Context: an optimization exercise on an open-source flow, tuned for small area, a short achievable clock period and few clock cycles per item. The choices shown serve that exercise and are no tape-out recipe.
The RTL was checked by simulation tests, not by an equivalence proof against the original design.
No activity file was given, so power comes from the tool's default toggle rates.

[config.mk]
export PLATFORM = sky130hd
export DESIGN_NAME = aes_enc_core
export DESIGN_NICKNAME = aes_enc_core
export VERILOG_FILES = /design/flow/design.v
export SDC_FILE = /design/flow/constraint.sdc
export NUM_CORES = 8
export LEC_CHECK = 0
export CAP_MARGIN = 20
export CORE_MARGIN = 2
export CORE_UTILIZATION = 40
export SLEW_MARGIN = 20
[constraint.sdc]
create_clock -name core_clock -period 10.0 [get_ports {clk}]
set_input_delay 2.0000 -clock core_clock [delete_from_list [all_inputs] [get_ports {clk}]]
set_output_delay 2.0000 -clock core_clock [all_outputs]
set_load 0.01 [all_outputs]
[design.v]
module aes_sbox (
    input  wire [7:0] a,
    output reg  [7:0] y
);
    always @(*) begin
        case (a)
            8'h00: y = 8'h63;
            8'h01: y = 8'h7c;
            8'h02: y = 8'h77;
            8'h03: y = 8'h7b;
            8'h04: y = 8'hf2;
            8'h05: y = 8'h6b;
            8'h06: y = 8'h6f;
            8'h07: y = 8'hc5;
            8'h08: y = 8'h30;
            8'h09: y = 8'h01;
            8'h0a: y = 8'h67;
            8'h0b: y = 8'h2b;
            8'h0c: y = 8'hfe;
            8'h0d: y = 8'hd7;
            8'h0e: y = 8'hab;
            8'h0f: y = 8'h76;
            8'h10: y = 8'hca;
            8'h11: y = 8'h82;
            8'h12: y = 8'hc9;
            8'h13: y = 8'h7d;
            8'h14: y = 8'hfa;
            8'h15: y = 8'h59;
            8'h16: y = 8'h47;
            8'h17: y = 8'hf0;
            8'h18: y = 8'had;
            8'h19: y = 8'hd4;
            8'h1a: y = 8'ha2;
            8'h1b: y = 8'haf;
            8'h1c: y = 8'h9c;
            8'h1d: y = 8'ha4;
            8'h1e: y = 8'h72;
            8'h1f: y = 8'hc0;
            8'h20: y = 8'hb7;
            8'h21: y = 8'hfd;
            8'h22: y = 8'h93;
            8'h23: y = 8'h26;
            8'h24: y = 8'h36;
            8'h25: y = 8'h3f;
            8'h26: y = 8'hf7;
            8'h27: y = 8'hcc;
            8'h28: y = 8'h34;
            8'h29: y = 8'ha5;
            8'h2a: y = 8'he5;
            8'h2b: y = 8'hf1;
            8'h2c: y = 8'h71;
            8'h2d: y = 8'hd8;
            8'h2e: y = 8'h31;
            8'h2f: y = 8'h15;
            8'h30: y = 8'h04;
            8'h31: y = 8'hc7;
            8'h32: y = 8'h23;
            8'h33: y = 8'hc3;
            8'h34: y = 8'h18;
            8'h35: y = 8'h96;
            8'h36: y = 8'h05;
            8'h37: y = 8'h9a;
            8'h38: y = 8'h07;
            8'h39: y = 8'h12;
            8'h3a: y = 8'h80;
            8'h3b: y = 8'he2;
            8'h3c: y = 8'heb;
            8'h3d: y = 8'h27;
            8'h3e: y = 8'hb2;
            8'h3f: y = 8'h75;
            8'h40: y = 8'h09;
            8'h41: y = 8'h83;
            8'h42: y = 8'h2c;
            8'h43: y = 8'h1a;
            8'h44: y = 8'h1b;
            8'h45: y = 8'h6e;
            8'h46: y = 8'h5a;
            8'h47: y = 8'ha0;
            8'h48: y = 8'h52;
            8'h49: y = 8'h3b;
            8'h4a: y = 8'hd6;
            8'h4b: y = 8'hb3;
            8'h4c: y = 8'h29;
            8'h4d: y = 8'he3;
            8'h4e: y = 8'h2f;
            8'h4f: y = 8'h84;
            8'h50: y = 8'h53;
            8'h51: y = 8'hd1;
            8'h52: y = 8'h00;
            8'h53: y = 8'hed;
            8'h54: y = 8'h20;
            8'h55: y = 8'hfc;
            8'h56: y = 8'hb1;
            8'h57: y = 8'h5b;
            8'h58: y = 8'h6a;
            8'h59: y = 8'hcb;
            8'h5a: y = 8'hbe;
            8'h5b: y = 8'h39;
            8'h5c: y = 8'h4a;
            8'h5d: y = 8'h4c;
            8'h5e: y = 8'h58;
            8'h5f: y = 8'hcf;
            8'h60: y = 8'hd0;
            8'h61: y = 8'hef;
            8'h62: y = 8'haa;
            8'h63: y = 8'hfb;
            8'h64: y = 8'h43;
            8'h65: y = 8'h4d;
            8'h66: y = 8'h33;
            8'h67: y = 8'h85;
            8'h68: y = 8'h45;
            8'h69: y = 8'hf9;
            8'h6a: y = 8'h02;
            8'h6b: y = 8'h7f;
            8'h6c: y = 8'h50;
            8'h6d: y = 8'h3c;
            8'h6e: y = 8'h9f;
            8'h6f: y = 8'ha8;
            8'h70: y = 8'h51;
            8'h71: y = 8'ha3;
            8'h72: y = 8'h40;
            8'h73: y = 8'h8f;
            8'h74: y = 8'h92;
            8'h75: y = 8'h9d;
            8'h76: y = 8'h38;
            8'h77: y = 8'hf5;
            8'h78: y = 8'hbc;
            8'h79: y = 8'hb6;
            8'h7a: y = 8'hda;
            8'h7b: y = 8'h21;
            8'h7c: y = 8'h10;
            8'h7d: y = 8'hff;
            8'h7e: y = 8'hf3;
            8'h7f: y = 8'hd2;
            8'h80: y = 8'hcd;
            8'h81: y = 8'h0c;
            8'h82: y = 8'h13;
            8'h83: y = 8'hec;
            8'h84: y = 8'h5f;
            8'h85: y = 8'h97;
            8'h86: y = 8'h44;
            8'h87: y = 8'h17;
            8'h88: y = 8'hc4;
            8'h89: y = 8'ha7;
            8'h8a: y = 8'h7e;
            8'h8b: y = 8'h3d;
            8'h8c: y = 8'h64;
            8'h8d: y = 8'h5d;
            8'h8e: y = 8'h19;
            8'h8f: y = 8'h73;
            8'h90: y = 8'h60;
            8'h91: y = 8'h81;
            8'h92: y = 8'h4f;
            8'h93: y = 8'hdc;
            8'h94: y = 8'h22;
            8'h95: y = 8'h2a;
            8'h96: y = 8'h90;
            8'h97: y = 8'h88;
            8'h98: y = 8'h46;
            8'h99: y = 8'hee;
            8'h9a: y = 8'hb8;
            8'h9b: y = 8'h14;
            8'h9c: y = 8'hde;
            8'h9d: y = 8'h5e;
            8'h9e: y = 8'h0b;
            8'h9f: y = 8'hdb;
            8'ha0: y = 8'he0;
            8'ha1: y = 8'h32;
            8'ha2: y = 8'h3a;
            8'ha3: y = 8'h0a;
            8'ha4: y = 8'h49;
            8'ha5: y = 8'h06;
            8'ha6: y = 8'h24;
            8'ha7: y = 8'h5c;
            8'ha8: y = 8'hc2;
            8'ha9: y = 8'hd3;
            8'haa: y = 8'hac;
            8'hab: y = 8'h62;
            8'hac: y = 8'h91;
            8'had: y = 8'h95;
            8'hae: y = 8'he4;
            8'haf: y = 8'h79;
            8'hb0: y = 8'he7;
            8'hb1: y = 8'hc8;
            8'hb2: y = 8'h37;
            8'hb3: y = 8'h6d;
            8'hb4: y = 8'h8d;
            8'hb5: y = 8'hd5;
            8'hb6: y = 8'h4e;
            8'hb7: y = 8'ha9;
            8'hb8: y = 8'h6c;
            8'hb9: y = 8'h56;
            8'hba: y = 8'hf4;
            8'hbb: y = 8'hea;
            8'hbc: y = 8'h65;
            8'hbd: y = 8'h7a;
            8'hbe: y = 8'hae;
            8'hbf: y = 8'h08;
            8'hc0: y = 8'hba;
            8'hc1: y = 8'h78;
            8'hc2: y = 8'h25;
            8'hc3: y = 8'h2e;
            8'hc4: y = 8'h1c;
            8'hc5: y = 8'ha6;
            8'hc6: y = 8'hb4;
            8'hc7: y = 8'hc6;
            8'hc8: y = 8'he8;
            8'hc9: y = 8'hdd;
            8'hca: y = 8'h74;
            8'hcb: y = 8'h1f;
            8'hcc: y = 8'h4b;
            8'hcd: y = 8'hbd;
            8'hce: y = 8'h8b;
            8'hcf: y = 8'h8a;
            8'hd0: y = 8'h70;
            8'hd1: y = 8'h3e;
            8'hd2: y = 8'hb5;
            8'hd3: y = 8'h66;
            8'hd4: y = 8'h48;
            8'hd5: y = 8'h03;
            8'hd6: y = 8'hf6;
            8'hd7: y = 8'h0e;
            8'hd8: y = 8'h61;
            8'hd9: y = 8'h35;
            8'hda: y = 8'h57;
            8'hdb: y = 8'hb9;
            8'hdc: y = 8'h86;
            8'hdd: y = 8'hc1;
            8'hde: y = 8'h1d;
            8'hdf: y = 8'h9e;
            8'he0: y = 8'he1;
            8'he1: y = 8'hf8;
            8'he2: y = 8'h98;
            8'he3: y = 8'h11;
            8'he4: y = 8'h69;
            8'he5: y = 8'hd9;
            8'he6: y = 8'h8e;
            8'he7: y = 8'h94;
            8'he8: y = 8'h9b;
            8'he9: y = 8'h1e;
            8'hea: y = 8'h87;
            8'heb: y = 8'he9;
            8'hec: y = 8'hce;
            8'hed: y = 8'h55;
            8'hee: y = 8'h28;
            8'hef: y = 8'hdf;
            8'hf0: y = 8'h8c;
            8'hf1: y = 8'ha1;
            8'hf2: y = 8'h89;
            8'hf3: y = 8'h0d;
            8'hf4: y = 8'hbf;
            8'hf5: y = 8'he6;
            8'hf6: y = 8'h42;
            8'hf7: y = 8'h68;
            8'hf8: y = 8'h41;
            8'hf9: y = 8'h99;
            8'hfa: y = 8'h2d;
            8'hfb: y = 8'h0f;
            8'hfc: y = 8'hb0;
            8'hfd: y = 8'h54;
            8'hfe: y = 8'hbb;
            8'hff: y = 8'h16;
            default: y = 8'h00;
        endcase
    end
endmodule
module aes_mixcol (
    input  wire [31:0] a,
    output wire [31:0] y
);
    wire [7:0] a0 = a[31:24];
    wire [7:0] a1 = a[23:16];
    wire [7:0] a2 = a[15:8];
    wire [7:0] a3 = a[7:0];
    wire [7:0] d0 = {a0[6:0], 1'b0} ^ (a0[7] ? 8'h1b : 8'h00);
    wire [7:0] d1 = {a1[6:0], 1'b0} ^ (a1[7] ? 8'h1b : 8'h00);
    wire [7:0] d2 = {a2[6:0], 1'b0} ^ (a2[7] ? 8'h1b : 8'h00);
    wire [7:0] d3 = {a3[6:0], 1'b0} ^ (a3[7] ? 8'h1b : 8'h00);
    assign y[31:24] = d0 ^ (d1 ^ a1) ^ a2 ^ a3;
    assign y[23:16] = a0 ^ d1 ^ (d2 ^ a2) ^ a3;
    assign y[15:8]  = a0 ^ a1 ^ d2 ^ (d3 ^ a3);
    assign y[7:0]   = (d0 ^ a0) ^ a1 ^ a2 ^ d3;
endmodule
module aes_enc_core (
    input  wire         clk,
    input  wire         rst,         
    input  wire         key_load,    
    input  wire [1:0]   key_len,     
    input  wire [255:0] key,         
    input  wire         in_valid,
    output wire         in_ready,
    input  wire [127:0] in_data,
    output reg          out_valid,
    output wire [127:0] out_data
);
    reg  [3:0]  nk;                  
    reg  [3:0]  nr;                  
    reg         key_ok;              
    reg         ks_busy;
    reg  [5:0]  ks_i;                
    reg  [2:0]  ks_j;                
    reg  [7:0]  rcon;
    reg  [31:0] win [0:7];           
    reg  [95:0] asm_w;               
    wire [5:0]  ks_last = {nr, 2'b00} + 6'd3;    
    wire        ks_first = (ks_i < {2'b00, nk});
    wire [31:0] prev = win[7];
    wire [31:0] back = (nk == 4'd4) ? win[4] : (nk == 4'd6) ? win[2] : win[0];
    wire        rot_sub = !ks_first && (ks_j == 3'd0);
    wire        sub_only = !ks_first && (nk == 4'd8) && (ks_j == 3'd4);
    wire [31:0] sb_in = rot_sub ? {prev[23:0], prev[31:24]} : prev;
    wire [31:0] sb_out;
    aes_sbox u_ks_sb0 (.a(sb_in[31:24]), .y(sb_out[31:24]));
    aes_sbox u_ks_sb1 (.a(sb_in[23:16]), .y(sb_out[23:16]));
    aes_sbox u_ks_sb2 (.a(sb_in[15:8]),  .y(sb_out[15:8]));
    aes_sbox u_ks_sb3 (.a(sb_in[7:0]),   .y(sb_out[7:0]));
    wire [31:0] temp = ks_first ? 32'h0 :
                       rot_sub  ? (sb_out ^ {rcon, 24'h000000}) :
                       sub_only ? sb_out : prev;
    wire [31:0] new_w = back ^ temp;
    wire        ks_push = ks_busy && (ks_i[1:0] == 2'd3);
    integer k;
    always @(posedge clk) begin
        if (rst) begin
            key_ok  <= 1'b0;
            ks_busy <= 1'b0;
        end else if (key_load) begin
            key_ok  <= 1'b0;
            ks_busy <= 1'b1;
            case (key_len)
                2'd1:    begin nk <= 4'd6; nr <= 4'd12; end
                2'd2:    begin nk <= 4'd8; nr <= 4'd14; end
                default: begin nk <= 4'd4; nr <= 4'd10; end
            endcase
            ks_i <= 6'd0;
            ks_j <= 3'd0;
            rcon <= 8'h01;
            for (k = 0; k < 8; k = k + 1) begin
                case (key_len)
                    2'd1:    win[k] <= (k >= 2) ? key[255-32*(k-2) -: 32] : 32'h0;
                    2'd2:    win[k] <= key[255-32*k -: 32];
                    default: win[k] <= (k >= 4) ? key[255-32*(k-4) -: 32] : 32'h0;
                endcase
            end
        end else if (ks_busy) begin
            for (k = 0; k < 7; k = k + 1)
                win[k] <= win[k+1];
            win[7] <= new_w;
            asm_w  <= {asm_w[63:0], new_w};
            ks_i   <= ks_i + 6'd1;
            if (ks_j == nk[2:0] - 3'd1 || (nk == 4'd8 && ks_j == 3'd7)) begin
                ks_j <= 3'd0;
            end else begin
                ks_j <= ks_j + 3'd1;
            end
            if (rot_sub)
                rcon <= {rcon[6:0], 1'b0} ^ (rcon[7] ? 8'h1b : 8'h00);
            if (ks_i == ks_last) begin
                ks_busy <= 1'b0;
                key_ok  <= 1'b1;
            end
        end
    end
    reg  [127:0] rk [0:14];
    wire         rk_turn;
    wire [127:0] rk_tail = ks_busy ? {asm_w, new_w} : rk[0];
    always @(posedge clk) begin
        if (rk_turn) begin
            for (k = 0; k < 14; k = k + 1)
                rk[k] <= (nr == k[3:0]) ? rk_tail : rk[k+1];
            rk[14] <= rk_tail;
        end
    end
    reg          busy;
    reg  [3:0]   round;
    reg  [127:0] st;
    assign in_ready = key_ok && !busy;
    assign out_data = st;
    wire         accept = in_valid && in_ready;
    wire [127:0] rk_cur = rk[0];
    assign rk_turn = ks_push || accept || busy;
    wire [127:0] sub;
    genvar b;
    generate
        for (b = 0; b < 16; b = b + 1) begin : g_sub
            aes_sbox u_sb (.a(st[127-8*b -: 8]), .y(sub[127-8*b -: 8]));
        end
    endgenerate
    wire [127:0] shr;
    genvar c, r;
    generate
        for (c = 0; c < 4; c = c + 1) begin : g_col
            for (r = 0; r < 4; r = r + 1) begin : g_row
                assign shr[127-8*(4*c+r) -: 8] = sub[127-8*(4*((c+r)%4)+r) -: 8];
            end
        end
    endgenerate
    wire [127:0] mix;
    generate
        for (c = 0; c < 4; c = c + 1) begin : g_mix
            aes_mixcol u_mc (.a(shr[127-32*c -: 32]), .y(mix[127-32*c -: 32]));
        end
    endgenerate
    wire         last = (round == nr);
    wire [127:0] rnd  = (last ? shr : mix) ^ rk_cur;
    always @(posedge clk) begin
        if (rst) begin
            busy      <= 1'b0;
            out_valid <= 1'b0;
        end else begin
            out_valid <= 1'b0;
            if (accept) begin
                st    <= in_data ^ rk_cur;
                round <= 4'd1;
                busy  <= 1'b1;
            end else if (busy) begin
                st    <= rnd;
                round <= round + 4'd1;
                if (last) begin
                    busy      <= 1'b0;
                    out_valid <= 1'b1;
                end
            end
        end
    end
endmodule
[run.sh]
#!/bin/bash
# synth_recipe.tcl (not shown) runs the flow's synth.tcl, then flattens the netlist and writes it again
# the make line also repeats each setting of config.mk as NAME=value (left out here)
make -C /OpenROAD-flow-scripts/flow DESIGN_CONFIG=/design/flow/config.mk WORK_HOME=/design/flow/orfs CLKGATE_MAP_FILE= SYNTH_SCRIPT=/design/flow/synth_recipe.tcl finish
==> run notes <==
==> worst max-delay path, cell delays in order (launching register included) <==
cell and delay, ns:
edfxtp_1 0.46, inv_1 0.12, ha_1 0.38, a2111oi_4 0.93, o21ai_4 0.54, nand3_1 0.33, nand2_2 0.38, inv_1 0.80
ha_1 0.73, o21ai_0 0.48, nand3_1 0.20, o311ai_0 0.17, a32oi_1 0.44, a211oi_1 0.15, o41ai_2 0.86, xnor2_2 0.48
mux2i_4 0.31, a21oi_1 0.12
==> final timing paths <==
| check | from | endpoint | slack (ns) | depth (start not counted) |
|---|---|---|---|---|
| hold / removal | rk[1][9] | rk[0][9] | 0.37 | 0 |
| setup / recovery | nk[3] | rk[8][18] | 1.77 | 17 |
| hold reg to reg | rk[1][9] | rk[0][9] | 0.37 | 0 |
| setup reg to reg | nk[3] | rk[8][18] | 1.77 | 17 |
==> cell type report <==
type / count / area, sq um
multi-input cells: 13148 / 81430
flip-flops and latches: 2558 / 75500
diodes: 40 / 100.1
well taps: 5451 / 6820
inverters: 262 / 994.7
repair buffers: 1059 / 9510
clock inverters: 163 / 1770
clock buffers: 341 / 7342
fillers: 39250 / 225500
==> stage by stage <==
stage,power (mW),cells
global placement,16.48,22475
global route,27.65,22997
finish,26.87,23022
CTS,26.89,22980
detailed placement,16.44,22476
floorplan,14.78,17652
==> sequential cells by signal, indices dropped and copies added, names as in the netlist <==
register      count
asm_w            96
busy              1
g_sub.u_sb.y    128
key_ok            1
ks_busy           1
ks_i              6
ks_j              3
nk                3
nr                2
out_valid         1
rcon              8
rk             1920
round             4
st              128
win             256
==> cells by family after synthesis <==
logic type,count (synthesis),synth area share [%]
AO/OA/AOI/OAI,6648,26.60
XOR/XNOR,550,3.509
adder cells (fa/ha/maj),270,2.059
buffers and inverters,1946,4.880
flip-flops,2558,46.02
multiplexers,405,2.649
AND/OR/NAND/NOR,5275,14.29
==> routing by layer <==
metal / track usage (%) / share of wire, % / vias to the layer above
met4: 19.72 / 6.8 / 24
li1: - / - / 67372
met5: 0 / 0.034 / -
met2: 52.04 / 42 / 12036
met1: 48.18 / 39 / 77124
met3: 10.65 / 12 / 2658
==> cells in the final DEF, fill, tap and decap left out, types with 113 or more instances in the layout <==
master / synthesis / routed
dfxtp_1: 132 / 131
nor2_1: 1405 / 1393
o21ai_0: 1851 / 1843
mux2i_1: 238 / 201
o211ai_1: 412 / 412
buf_4: 22 / 517
ha_1: 270 / 268
clkdlybuf4s50_1: 0 / 518
a31oi_1: 415 / 408
o221ai_1: 160 / 160
inv_1: 236 / 224
nand2_1: 2052 / 2039
o22ai_1: 198 / 198
nor3_1: 438 / 434
a21oi_1: 1328 / 1323
o311ai_0: 157 / 157
edfxtp_1: 2426 / 2426
a22oi_1: 218 / 218
xnor2_1: 384 / 381
clkbuf_16: 0 / 285
nand4_1: 134 / 134
a221oi_1: 223 / 222
o31ai_1: 116 / 114
a311oi_1: 174 / 174
mux2_2: 152 / 152
nand2b_1: 116 / 113
a211oi_1: 305 / 304
nand3_1: 549 / 547
==> power by group through the flow <==
stage / registers [mW] / clock network (mW) / logic (mW)
6_report: 12.3 / 10.4 / 4.17
5_1_grt: 12.3 / 11.0 / 4.31
4_1_cts: 12.3 / 10.7 / 3.96
3_5_place_dp: 12.5 / 0 / 3.95
3_3_place_gp: 12.5 / 0 / 4.00
2_1_floorplan: 12.5 / 0 / 2.33
==> flow_results.org <==
** Status
- The flow ran to the end and the layout has no timing, DRC or antenna violations.

** Synthesis
- The Yosys step of the flow raised 4 warnings.
- For this run, asynchronously set or reset flops after synthesis account for 0%.
- Sequential elements use a little under half of the synthesized area.
- Share of Yosys cell area claimed by the top area cell type :: 44.41%
- Yosys attributes the largest share of cell area to edfxtp_1 44%, o21ai_0 5.6%, nand2_1 4.7%, a21oi_1 4.1%, nor2_1 3.2%.
- The synthesized design contains ~2,600 register bits.
- Each instance of the synthesized netlist takes up on average about 9.3 sq um.
- Most frequent cell after synthesis :: edfxtp_1
- Distinct cell type count after synthesis :: 114
- The synthesized netlist occupies a cell area of 164,000 sq um.
- Ranked by instance count, the synthesized netlist is headed by 2,426 x edfxtp_1, 2,052 x nand2_1, 1,851 x o21ai_0, 1,405 x nor2_1, 1,328 x a21oi_1.
- Number of nets produced by synthesis :: between 15,000 and 20,000
- Yosys top cell by area :: edfxtp_1
- In the synthesized netlist the dominant register cell turns out to be edfxtp_1.
- Counting flops with a built-in enable in the synthesized netlist gives 2,426.
- Post-Synthesis Cells :: 17,652

** Timing
- In the final timing run, aggregate negative setup slack is 0 ns.
- Max Clock Skew :: 0.07928 ns
- Number of failing setup endpoints in the final timing report :: 0
- For the pin with the worst max-slew slack, the measured transition is approximately 1.4 ns.
- Fraction of the cycle the final worst path needs :: between 80% and 90%
- Headroom to the max-slew limit came out at ~6.2%.
- The worst path needs 8.232 ns of the cycle, external delays included.
- Fmax :: about 120 MHz
- Setup slack closes at around 1.8 ns.
- Across all hold checks on the routed design, the worst slack comes to 0.3694 ns.
- Final Hold Fails :: 0
- The number of pins exceeding their max-slew limit in the final report was 0.
- Setup repair after global routing left no endpoint under its margin.

** Floorplanning
- The initial utilization of the core area, before any placement, comes to 40.11%.
- Die Y-Extent :: 644.4 um
- From left edge to right edge, the die measures 644.4 um.
- The die covers roughly 420,000 sq um.
- During I/O placement, the number of pins put on the boundary was 520.
- In this run the standard cell core region covers around 400,000 sq um.
- The floorplan has approximately 240 rows.

** Finish
- Compared with the post-synthesis result, the final layout area differs by 11.84%.
- Fraction of layout cells with a size suffix above 1 :: 8.140%
- After routing the design area is about 180,000 sq um.
- At the end of the flow, the number of nets in the layout was around 18,000.
- Core occupancy in the finished layout :: between 40% and 50%

** CTS
- Buffers inserted to repair hold after CTS numbered 0.
- Clock H-tree levels :: 5
- The cell sitting at the root of the clock tree is a clkbuf_16.
- TritonCTS built the clock tree.
- Setup Buffers After CTS :: 0
- Counting every sink on the clock net gives approximately 2,600.
- No sink is reached through more buffers than the 4 on the longest clock path.
- Total CTS buffers :: 284
- Resized Gates After CTS :: 0
- After clock tree synthesis, the clock-pin slew on the worst setup and hold paths is about 0.060 ns.
- Later-pin clock latency in the skew report :: roughly 0.97 ns

** Placed design
- Weighted congestion at the end of routability-driven global placement :: around 1.0
- Timing analysis after detailed placement gives a worst setup slack of around 2 ns.
- Once placement finished, the instance area stood at 174,200 sq um.
- Buffers placed on the I/O ports in this run total slightly above 500.
- Post-DP HPWL :: between 500,000 and 600,000 um

** Critical path
- Critical path required time :: approximately 11 ns
- Arrival time at the worst endpoint :: 8.91 ns
- The worst setup path is of the flop to flop kind.
- In this run the worst path has a maximum fanout of 25.
- CP Capture Type :: flop
- The worst setup path is launched from a flop.

** Routing
- Post-route DRC violation count :: 0
- In the final routed layout, each cell accounts on average for between 30 and 40 um.
- For this block, the via count after detailed routing is 159,214.
- Initial DRC count :: about 27,000
- Final Routed Wirelength :: 784,700 um
- The first TritonRoute pass finished after 9 iterations.
- Post-detailed-route count of antenna-violating nets :: 0
- Drt via density :: between 6 and 7

** Power
- The internal power of the cells totals 19.13 mW.
- Power density of the placed cells :: about 150 nW/um^2
- Across the VDD grid, the largest voltage drop is around 0.14 mV.
- The clock network burns 38.8% of the power.
- Total net switching power :: around 7.7 mW
- Sequential fraction of design power :: between 40% and 50%
- Part of the total power dissipated in combinational logic :: between 10% and 20%
- Net switching is 28.82% of the power.
- For this design the static power due to leakage is around 61 nW.

** Global route
- Via count of the first global-routing pass :: about 150k
- Initial antenna violation count :: 45
- Entering global routing, the biggest net connects between 150 and 200 pins.
- The first global-routing pass estimated around 1,100,000 um of wire.
- Final global-route overflow total :: 0
- All-layer global routing usage :: roughly 36%

** Flow run
- The tool flagged a number of max-cap violations equal to 0.

** Worst hold path
- The min-delay analysis places its worst path in the category flop to flop.
Testbench counts, summed over its fixed seeds: cycles 32,059, items 1,687.

==> separate check: timing with driven ports <==
How much do the figures lean on ideal ports? The routed layout below was timed once more, with nothing changed but the port constraints.
Step 1 assumes that a clkbuf_16 drives the clock port and a buf_2 every other input.
Step 2, shift: input delay + t, output delay - t, t = (earliest + latest rising clock arrival at the registers) / 2. This alone moves slack from input paths to output paths.
Three values: ideal, step 1, step 2; two values: the first two.
t (ns): 1.032
setup slack, ns: 1.768 / 1.768 / 1.669
hold WS [ns]: 0.369 / 0.369 / 0.369
clock arrival spread, ns: 0.080 / 0.080
After both steps this run still meets setup and hold. The setup slack of this run moves by 0.000 ns with the drivers and by -0.099 ns with both steps.
